What follows belongs to an exercise in optimizing a design on an open flow for small area, a short achievable clock period and few clock cycles; a production flow would make more cautious choices. The RTL was checked by simulation tests, not by an equivalence proof against the original design.

==> flow/design.v <==
module fondant_dec (
    input  wire        clk,
    input  wire        rst,
    input  wire        start,
    output wire        start_ready,
    input  wire [4:0]  s_depth,        
    input  wire [4:0]  s_k,            
    input  wire [3:0]  s_rows_m1,
    input  wire [5:0]  s_cols_m1,
    input  wire [15:0] s_len,          
    input  wire        in_valid,
    output wire        in_ready,
    input  wire [31:0] in_data,
    output reg         pix_valid,
    output reg  [15:0] pix_y,
    output reg         done
);
    localparam [1:0] S_IDLE  = 2'd0,
                     S_SETUP = 2'd1,
                     S_RUN   = 2'd2,
                     S_FIN   = 2'd3;
    reg [1:0] state;
    reg [4:0]  b_r;
    reg [4:0]  k_r;
    reg [3:0]  rows_m1_r;
    reg [5:0]  cols_m1_r;
    reg [5:0]  w_r;           
    reg [16:0] m_r;           
    reg [4:0]  bb_r;          
    reg [15:0] maxv_r;        
    wire [5:0]  w_s     = {k_r, 1'b1};
    wire [16:0] maxv_s  = (17'd1 << b_r) - 17'd1;
    wire [16:0] mq_s    = maxv_s / w_s;             
    wire [16:0] m_s     = mq_s + 17'd1;
    wire [16:0] a0_raw  = (m_s + 17'd32) >> 6;
    reg [4:0] bb_s;
    integer bi;
    always @* begin
        bb_s = 5'd1;
        for (bi = 1; bi < 17; bi = bi + 1)
            if (mq_s[bi - 1]) bb_s = bi[4:0];
    end
    reg [63:0] bbuf;
    reg [6:0]  cnt;
    reg [15:0] wleft;         
    reg [10:0] pleft;         
    assign start_ready = (state == S_IDLE);
    wire   can_fetch   = (state == S_RUN) && (cnt <= 7'd32) && (wleft != 16'd0);
    assign in_ready    = can_fetch;
    wire   fetch       = can_fetch && in_valid;
    wire   dec         = (state == S_RUN) && (pleft != 11'd0) &&
                         ((cnt >= 7'd32) || (wleft == 16'd0));
    reg [15:0] linebuf [0:63];    
    reg [15:0] lreg;              
    reg [15:0] dreg;              
    reg [3:0]  i2;
    reg [5:0]  j2;
    reg [23:0] acnt;              
    reg [5:0]  ncnt;              
    wire        first_px = (i2 == 4'd0) && (j2 == 6'd0);
    wire [15:0] up       = linebuf[j2];
    reg [15:0] pred;
    always @* begin
        if (i2 == 4'd0)
            pred = lreg;
        else if (j2 == 6'd0)
            pred = up;
        else begin
            if (dreg >= lreg && dreg >= up)
                pred = (lreg < up) ? lreg : up;
            else if (dreg <= lreg && dreg <= up)
                pred = (lreg > up) ? lreg : up;
            else
                pred = lreg + up - dreg;
        end
    end
    reg [4:0] rpar;
    reg       rfound;
    integer   ri;
    always @* begin
        rpar   = bb_r - 5'd1;
        rfound = 1'b0;
        for (ri = 0; ri < 16; ri = ri + 1) begin
            if (!rfound && (ri < bb_r) && (({18'd0, ncnt} << ri) >= acnt)) begin
                rpar   = ri[4:0];
                rfound = 1'b1;
            end
        end
    end
    reg [4:0] uval;
    reg       uzero;
    integer   ui;
    always @* begin
        uval  = 5'd16;
        uzero = 1'b0;
        for (ui = 0; ui < 16; ui = ui + 1) begin
            if (!uzero && !bbuf[63 - ui]) begin
                uval  = ui[4:0];
                uzero = 1'b1;
            end
        end
    end
    wire [63:0] after_u  = bbuf << (uval + 5'd1);
    wire [63:0] after_16 = bbuf << 16;
    wire [15:0] rbits    = after_u[63:48] >> (5'd16 - rpar);
    wire [15:0] esc_m    = after_16[63:48] >> (5'd16 - bb_r);
    wire [15:0] first_c  = bbuf[63:48] >> (5'd16 - bb_r);
    reg  [22:0] mval;
    reg  [6:0]  flen;
    always @* begin
        if (first_px) begin
            mval = 23'd0;
            flen = {2'b00, bb_r};
        end else if (uval != 5'd16) begin
            mval = ({18'd0, uval} << rpar) | {7'd0, rbits};
            flen = {2'b00, uval} + 7'd1 + {2'b00, rpar};
        end else begin
            mval = {7'd0, esc_m};
            flen = 7'd16 + {2'b00, bb_r};
        end
    end
    wire signed [24:0] e_s   = mval[0] ? -$signed({2'b00, (mval + 23'd1) >> 1})
                                       :  $signed({2'b00, mval >> 1});
    wire signed [24:0] t_raw = $signed({9'd0, pred}) + e_s;
    reg  signed [24:0] t_red;
    always @* begin
        if (t_raw < 0)
            t_red = t_raw + $signed({8'd0, m_r});
        else if (t_raw >= $signed({8'd0, m_r}))
            t_red = t_raw - $signed({8'd0, m_r});
        else
            t_red = t_raw;
    end
    wire [15:0] code = first_px ? first_c : t_red[15:0];
    wire [21:0] rec_raw = code * w_r + {17'd0, k_r};
    wire [15:0] rec     = (rec_raw > {6'd0, maxv_r}) ? maxv_r : rec_raw[15:0];
    wire [23:0] acnt_add = acnt + {1'b0, mval};
    wire [5:0]  ncnt_inc = ncnt + 6'd1;
    wire [63:0] buf_sh = dec ? (bbuf << flen) : bbuf;
    wire [6:0]  cnt_sh = dec ? ((flen > cnt) ? 7'd0 : cnt - flen) : cnt;
    always @(posedge clk) begin
        if (rst) begin
            state     <= S_IDLE;
            pix_valid <= 1'b0;
            done      <= 1'b0;
        end else begin
            pix_valid <= 1'b0;
            done      <= 1'b0;
            case (state)
                S_IDLE: begin
                    if (start) begin
                        b_r       <= s_depth;
                        k_r       <= s_k;
                        rows_m1_r <= s_rows_m1;
                        cols_m1_r <= s_cols_m1;
                        wleft     <= s_len;
                        state     <= S_SETUP;
                    end
                end
                S_SETUP: begin
                    w_r    <= w_s;
                    m_r    <= m_s;
                    bb_r   <= bb_s;
                    maxv_r <= maxv_s[15:0];
                    acnt   <= (a0_raw < 17'd2) ? 24'd2 : {7'd0, a0_raw};
                    ncnt   <= 6'd1;
                    pleft  <= ({7'd0, rows_m1_r} + 11'd1) * ({5'd0, cols_m1_r} + 11'd1);
                    i2     <= 4'd0;
                    j2     <= 6'd0;
                    bbuf   <= 64'd0;
                    cnt    <= 7'd0;
                    state  <= S_RUN;
                end
                S_RUN: begin
                    if (pleft == 11'd0 && wleft == 16'd0)
                        state <= S_FIN;
                end
                S_FIN: begin
                    done  <= 1'b1;
                    state <= S_IDLE;
                end
                default: state <= S_IDLE;
            endcase
            if (state == S_RUN) begin
                if (fetch) begin
                    bbuf  <= buf_sh | ({in_data, 32'd0} >> cnt_sh);
                    cnt   <= cnt_sh + 7'd32;
                    wleft <= wleft - 16'd1;
                end else begin
                    bbuf <= buf_sh;
                    cnt  <= cnt_sh;
                end
            end
            if (dec) begin
                pleft       <= pleft - 11'd1;
                pix_valid   <= 1'b1;
                pix_y       <= rec;
                linebuf[j2] <= code;
                lreg        <= code;
                dreg        <= up;
                if (j2 == cols_m1_r) begin
                    j2 <= 6'd0;
                    i2 <= i2 + 4'd1;
                end else begin
                    j2 <= j2 + 6'd1;
                end
                if (!first_px) begin
                    if (ncnt_inc == 6'd32) begin
                        acnt <= acnt_add >> 1;
                        ncnt <= 6'd16;
                    end else begin
                        acnt <= acnt_add;
                        ncnt <= ncnt_inc;
                    end
                end
            end
        end
    end
endmodule
==> flow/run.sh <==
#!/bin/bash
# synth_recipe.tcl (not shown) runs the flow's synth.tcl, then flattens the netlist and writes it again
# the make line also repeats each setting of config.mk as NAME=value (left out here)
make -C /OpenROAD-flow-scripts/flow DESIGN_CONFIG=/design/flow/config.mk WORK_HOME=/design/flow/orfs CLKGATE_MAP_FILE= SYNTH_SCRIPT=/design/flow/synth_recipe.tcl finish
==> flow/config.mk <==
export PLATFORM = sky130hd
export DESIGN_NAME = fondant_dec
export DESIGN_NICKNAME = fondant_dec
export VERILOG_FILES = /design/flow/design.v
export SDC_FILE = /design/flow/constraint.sdc
export NUM_CORES = 4
export LEC_CHECK = 0
export CAP_MARGIN = 20
export CORE_MARGIN = 2
export CORE_UTILIZATION = 40
export PLACE_DENSITY = 0.6
export SLEW_MARGIN = 20
==> flow/constraint.sdc <==
create_clock -name core_clock -period 36.0 [get_ports {clk}]
set_input_delay 7.2000 -clock core_clock [delete_from_list [all_inputs] [get_ports {clk}]]
set_output_delay 7.2000 -clock core_clock [all_outputs]
set_load 0.01 [all_outputs]
==> notes.md <==
==> worst reg2reg max path: cells and delay by family, from the launching register on <==
family                   cells  cell delay (ns)
buffers and inverters       14             2.05
AND/OR/NAND/NOR             51             9.81
AO/OA/AOI/OAI               62            12.83
adder cells (fa/ha/maj)     17             5.09
XOR/XNOR                     5             0.84
flip-flops                   1             0.53
multiplexers                 8             2.39
==> logic make-up after synthesis <==
family | after synthesis | share of synthesized area (%)
AOI/OAI and AO/OA | 1433 | 11.46
muxes | 863 | 16.25
buffers and inverters | 734 | 3.451
xor gates and xnor gates | 265 | 2.878
and+or+nand+nor | 1766 | 10.12
DFF | 1283 | 47.04
adders and majority gates | 518 | 8.804
==> layout make-up <==
| cell class | instances | area, um^2 |
|---|---|---|
| flip-flops and latches | 1283 | 38440 |
| inverters | 379 | 1423 |
| well taps | 2672 | 3343 |
| repair buffers | 324 | 2698 |
| clock buffers | 175 | 3697 |
| multi-input cells | 4845 | 41030 |
| clock inverters | 84 | 835.8 |
| fillers | 18340 | 111100 |
==> layer usage <==
metal,wire [um],global-route usage [%],up-vias
met1,106700,32.52,28980
met2,110500,35.86,2147
li1,-,-,26270
met4,6204,5.903,0
met5,0,0,-
met3,16480,3.117,330
==> Yosys cell counts, types with 130 or more instances <==
cell | n | share of area (%)
ha_1 | 422 | 6.5
a21oi_1 | 392 | 2.4
nor2_1 | 521 | 2.4
o21ai_0 | 290 | 1.8
edfxtp_1 | 1273 | 47
mux4_2 | 359 | 9.9
xnor2_1 | 183 | 2.0
nand2_1 | 561 | 2.6
a21o_1 | 130 | 1.2
mux2i_1 | 417 | 5.1
inv_1 | 373 | 1.7
clkbuf_1 | 268 | 1.2
==> timing repair <==
item	in CTS	in global routing
hold buffers	0	0
buffers inserted	0	20
gates resized for setup	0	37
endpoints found under the setup margin	0	28
==> per-stage QoR <==
| step | setup slack, ns | cells | instance area, um^2 |
|---|---|---|---|
| CTS | 0.1147 | 9742 | 91130 |
| global route | -0.1149 | 9762 | 91470 |
| detailed placement | 0.2990 | 9483 | 86590 |
| global placement | 0.5807 | 9482 | 86570 |
| finish | 2.157 | 9762 | 91470 |
| floorplan | 0.9054 | 6862 | 81690 |
==> sequential cells by signal, summed over array words and instances, names as in the netlist, 17 cells and up, named ones only <==
name,cells
linebuf,1024
m_r,17
acnt,24
bbuf,64
==> worst max path at each step <==
stage	startpoint	endpoint	cells after the start
2_1_floorplan	b_r[3]$_DFFE_PP_	acnt[0]$_DFFE_PN_	168
3_3_place_gp	b_r[3]$_DFFE_PP_	acnt[0]$_DFFE_PN_	159
3_5_place_dp	k_r[4]$_DFFE_PP_	acnt[0]$_DFFE_PN_	160
4_1_cts	k_r[4]$_DFFE_PP_	acnt[0]$_DFFE_PN_	160
5_1_grt	b_r[1]$_DFFE_PP_	acnt[0]$_DFFE_PN_	160
6_report	b_r[1]$_DFFE_PP_	acnt[0]$_DFFE_PN_	157
==> results.yml <==
die:
  initial_core_util_pct: 40.33
  dieArea_mm2: 0.2078
  rows: 165
  ioPinCount: 92
  die_w_um: 455.9
  core_area_mm2: 0.2025
  die_h_um: 455.9
setup_path:
  r2r_slack_ns: 2.16
  endpoint_kind: "register"
  cpPeakStageDelay_ns: 0.57
  crit_top_cell: "ha_1"
  cp_num_buf_inv: 14
  required_ns: 36.48
  crit_family: "compound AO/OA/AOI/OAI gates"
  reg2reg_depth: 157
  critPathKind: "register to register"
  slowest_stage: "or4_1"
  r2r-start: "b_r[1]$_DFFE_PP_"
  crit_path_start_kind: "register"
  cp.arrival_ns: 34.32
  worstPathMaxFanout: 15
  r2r_end: "acnt[0]$_DFFE_PN_"
synth:
  avgSynthCellArea_um2: 11.90
  seq_area_frac_synth_pct: 47.04
  yosysUniqueCellTypes: 125
  syn-num-nets: 7451
  synth-main-ff-cell: "edfxtp_1"
  ys_warn_count: 1
  synthArstFlopShare_pct: 0
  synth_area_mm2: 0.08169
  synthCells: 6862
  synth_edf_count: 1273
  ys_seq_elements: 1283
cts:
  cts_made_buffers: 141
  cts_sinks: 1283
  clk_latency_ns: 0.79
  cts.reportedPaths.clkPinSlew_ns: 0.06
  root_buffer: "clkbuf_16"
  cts_tree: "yes"
  clock_tree.buffer_depth: 3
  h-tree-depth: 4
timing:
  skew_ns: 0.06821
  slew_violations: 0
  setup_tns_ns: 0
  slew-limit-headroom_pct: 27.30
  setup_viol: 0
  holdWs_ns: 0.5572
  final_hold_viol_count: 0
  worstMarginPinSlew_ns: 1.081
  timing.final.crit_period_ns: 33.84
  fmax_mhz: 29.55
  min_period_over_period_pct: 94.01
hold_path:
  hp-class: "register to register"
  holdPathStages: 2
  hp-start: "wleft[6]$_DFFE_PN_"
  worstHoldEndpoint: "wleft[6]$_DFFE_PN_"
route:
  drt_first_pass_iters: 6
  drt_iter0_markers: 5692
  ant_nets: 0
  drc_errors: 0
  routed_wl_um: 239900
  post_drt_via_cell_ratio: 5.913
  num_vias: 57720
  wl_per_cell_um: 24.58
placed_design:
  dpl.hpwl_um: 168200
  io_buffers: 91
  finalWeightedCongestion: 0.9442
final_layout:
  fin_nets: 7563
  drive_above_1_share_pct: 14.78
  layout_common_cells: "edfxtp_1 (1273), nand2_1 (559), nor2_1 (508)"
  antenna_cells: 0
  final_common_cell: "edfxtp_1"
  syn_to_final_growth_pct: 11.98
  post-route-util_pct: 45.16
grt:
  grt_pass1_wl_um: 362200
  antenna_found_initial: 5
  grt_usage_pct: 22.60
  grt_pass1_vias: 56500
  grt_max_degree: 93
  grt_overflow: 0
flow_run:
  drv_cap: 0
outcome:
  outcome: "timing/DRC/antenna clean"
Testbench counts, summed over its fixed seeds: cycles 361,887.

==> what the ideal ports hide <==
In the flow no input, the clock included, has a driving cell. The finished layout below was timed again as built, in two steps.
Step 1 assumes that a clkbuf_16 drives the clock port and a buf_2 every other input.
Step 2 moves the port delays by t, midway between the first and last clock arrival at a register: inputs arrive t later, outputs are due t later. That takes back most of the time a late clock gives input paths.
Three values: no drivers, after step 1, after step 2; two values: the first two.
t (ns): 0.839
setup WS [ns]: 2.157 / 2.157 / 2.157
worst setup path after step 2: register to register
worst register clock-pin slew, ns: 0.07 / 0.07
After both steps setup and hold are still met in this run. For this run, drivers alone change the setup slack by 0.000 ns; drivers and shift together by 0.000 ns.
